This design comes from an exercise in tuning for small area, a short achievable clock period and few clock cycles per item on the open sky130 flow, not from production work.
Only simulation tests tie the RTL to the original design; equivalence was not proved.

==> inputs of run a <==
==> flow/design.v (excerpt) <==
module chestnut_cordic (
    input  wire        clk,
    input  wire        rst,
    input  wire        in_valid,
    output wire        in_ready,
    input  wire [23:0] in_re,
    input  wire [23:0] in_im,
    input  wire [3:0]  in_ash,
    output reg         out_valid,
    output reg  [23:0] out_phase,
    output reg  [15:0] out_amp,
    output reg         out_sat
);
==> flow/config.mk <==
export PLATFORM = sky130hd
export DESIGN_NAME = chestnut_cordic
export DESIGN_NICKNAME = chestnut_cordic
export VERILOG_FILES = /design/flow/design.v
export SDC_FILE = /design/flow/constraint.sdc
export NUM_CORES = 4
export LEC_CHECK = 0
export ABC_AREA = 1
export CAP_MARGIN = 20
export CORE_MARGIN = 2
export CORE_UTILIZATION = 65
export CTS_CLUSTER_DIAMETER = 80
export CTS_CLUSTER_SIZE = 30
export PLACE_DENSITY = 0.75
export SLEW_MARGIN = 20
==> flow/constraint.sdc <==
create_clock -name core_clock -period 12.0 [get_ports {clk}]
set_input_delay 2.4000 -clock core_clock [delete_from_list [all_inputs] [get_ports {clk}]]
set_output_delay 2.4000 -clock core_clock [all_outputs]
set_load 0.01 [all_outputs]
standard.sh (not shown) runs the stock make flow with config.mk's settings and CLKGATE_MAP_FILE= SYNTH_SCRIPT=/design/flow/synth_recipe.tcl, a recipe that flattens the netlist after the stock synthesis.
==> flow/flow/run.sh <==
#!/bin/bash
set -euo pipefail
MARGIN=8.0
SETUP_SLACK_MARGIN=$MARGIN MATCH_CELL_FOOTPRINT=0 bash standard.sh SETUP_SLACK_MARGIN=$MARGIN MATCH_CELL_FOOTPRINT=0 finish > standard_flow.log 2>&1
==> inputs of run b, as changes to run a <==
--- a/flow/config.mk
+++ b/flow/config.mk
@@ -6,5 +6,4 @@
 export NUM_CORES = 4
 export LEC_CHECK = 0
-export ABC_AREA = 1
 export CAP_MARGIN = 20
 export CORE_MARGIN = 2
==> inputs of run c, as changes to run a <==
==> flow/flow/run.sh (replaced) <==
#!/bin/bash
set -euo pipefail
MARGIN=9.2
SETUP_SLACK_MARGIN=$MARGIN MATCH_CELL_FOOTPRINT=0 bash standard.sh SETUP_SLACK_MARGIN=$MARGIN MATCH_CELL_FOOTPRINT=0 finish > standard_flow.log 2>&1
==> run summary <==
## Worst hold path
• **worst min-delay path endpoint** q21_b[15]

## Final layout
• **final-layout non-clock buffer area share** 0.0752
• **area of combinational cells with multiple inputs** 0.0495 mm2
• **Final Core Density** 0.805
• **area added between synthesis and finish** 22.9%
• **fraction of area in multi-input gates** 0.498
• **register fraction of the total cell area** 0.324
• **commonest cells after routing, fill and taps aside** dfxtp_1, inv_1, nand2_1
• **sequential cell area** 0.0322 mm2

## Clock tree
• **post-CTS resize count** 1088

## Critical path
• **family with the most delay on the worst path** simple AND/OR/NAND/NOR gates
• **Worst path slowest cell** fa_2

## Outcome
• **checks failing in the layout checks** max-capacitance violations, max-slew violations
• **outcome** finished with violations

## Yosys
• **adder and majority cell fraction of the synthesized area** 0.202
• **mux contribution to synthesized area** 0

## Placement
• **instance count after placement with tap cells included** 10600

## Timing
• **max-slew violations** 5

## Run
• **Max Cap Viol** 1

## Detailed routing
• **routed wl met2** 102 mm

the above is filed under run c

==> run summary <==
## Final layout
• **commonest cells after routing, fill and taps aside** dfxtp_1, xnor2_1, inv_1
• **Final Core Density** 0.728
• **register fraction of the total cell area** 0.372
• **area added between synthesis and finish** 11.1%
• **sequential cell area** 0.0320 mm2
• **fraction of area in multi-input gates** 0.509

## Detailed routing
• **routed wl met2** 71.8 mm

## Critical path
• **family with the most delay on the worst path** compound AO/OA/AOI/OAI gates
• **Worst path slowest cell** or4_4

## Placement
• **instance count after placement with tap cells included** 8928

## Clock tree
• **post-CTS resize count** 217

## Timing
• **max-slew violations** 0

## Worst hold path
• **worst min-delay path endpoint** q17_b[11]

## Outcome
• **outcome** finished clean

the above is filed under run b

==> run summary <==
## Floorplanning
• **full die area** 0.127 mm2

## Final layout
• **area added between synthesis and finish** 6.66%
• **commonest cells after routing, fill and taps aside** dfxtp_1, inv_1, nand2_1
• **fraction of area in multi-input gates** 0.504
• **final-layout non-clock buffer area share** 0.0143
• **register fraction of the total cell area** 0.369
• **area of combinational cells with multiple inputs** 0.0434 mm2

## Critical path
• **Worst path slowest cell** clkdlybuf4s50_1
• **family with the most delay on the worst path** buffers and inverters

## Outcome
• **outcome** finished clean

## Yosys
• **mux contribution to synthesized area** 0
• **adder and majority cell fraction of the synthesized area** 0.202

## Clock tree
• **post-CTS resize count** 34

## Run
• **Max Cap Viol** 0

## Timing
• **Final TNS setup** 0 ns

## Worst hold path
• **worst min-delay path endpoint** m2_ash[2]

the above is filed under run a

Testbench counts of run a, summed over its fixed seeds: cycles 12,200, items 12,000.
Testbench counts of run b, summed over its fixed seeds: cycles 12,200, items 12,000.
Testbench counts of run c, summed over its fixed seeds: cycles 12,200, items 12,000.

==> re-timing with driven ports <==
The flow's constraints put no driver on any port. The routed layouts listed below were extracted and timed again, unchanged, in two steps.
Step 1 (the two cells are an assumption about what drives the block):
set clk [get_ports {clk}]
set_driving_cell -lib_cell sky130_fd_sc_hd__clkbuf_16 $clk
set_driving_cell -lib_cell sky130_fd_sc_hd__buf_2 [delete_from_list [all_inputs] $clk]
Step 2 moves the port delays by t, midway between the first and last clock arrival at a register: inputs arrive t later, outputs are due t later. That takes back most of the time a late clock gives input paths.
a / b / c = ideal ports / drivers / drivers and shift; a / b = the first two.
| run | t (ns) | setup slack, ns | pins driven straight from the clock port |
|---|---|---|---|
| run a | 0.758 | 8.060 / 7.990 / 8.094 | 1 |
| run b | 0.760 | 7.561 / 7.561 / 7.561 | 1 |
| run c | 0.784 | 8.295 / 8.295 / 8.295 | 1 |
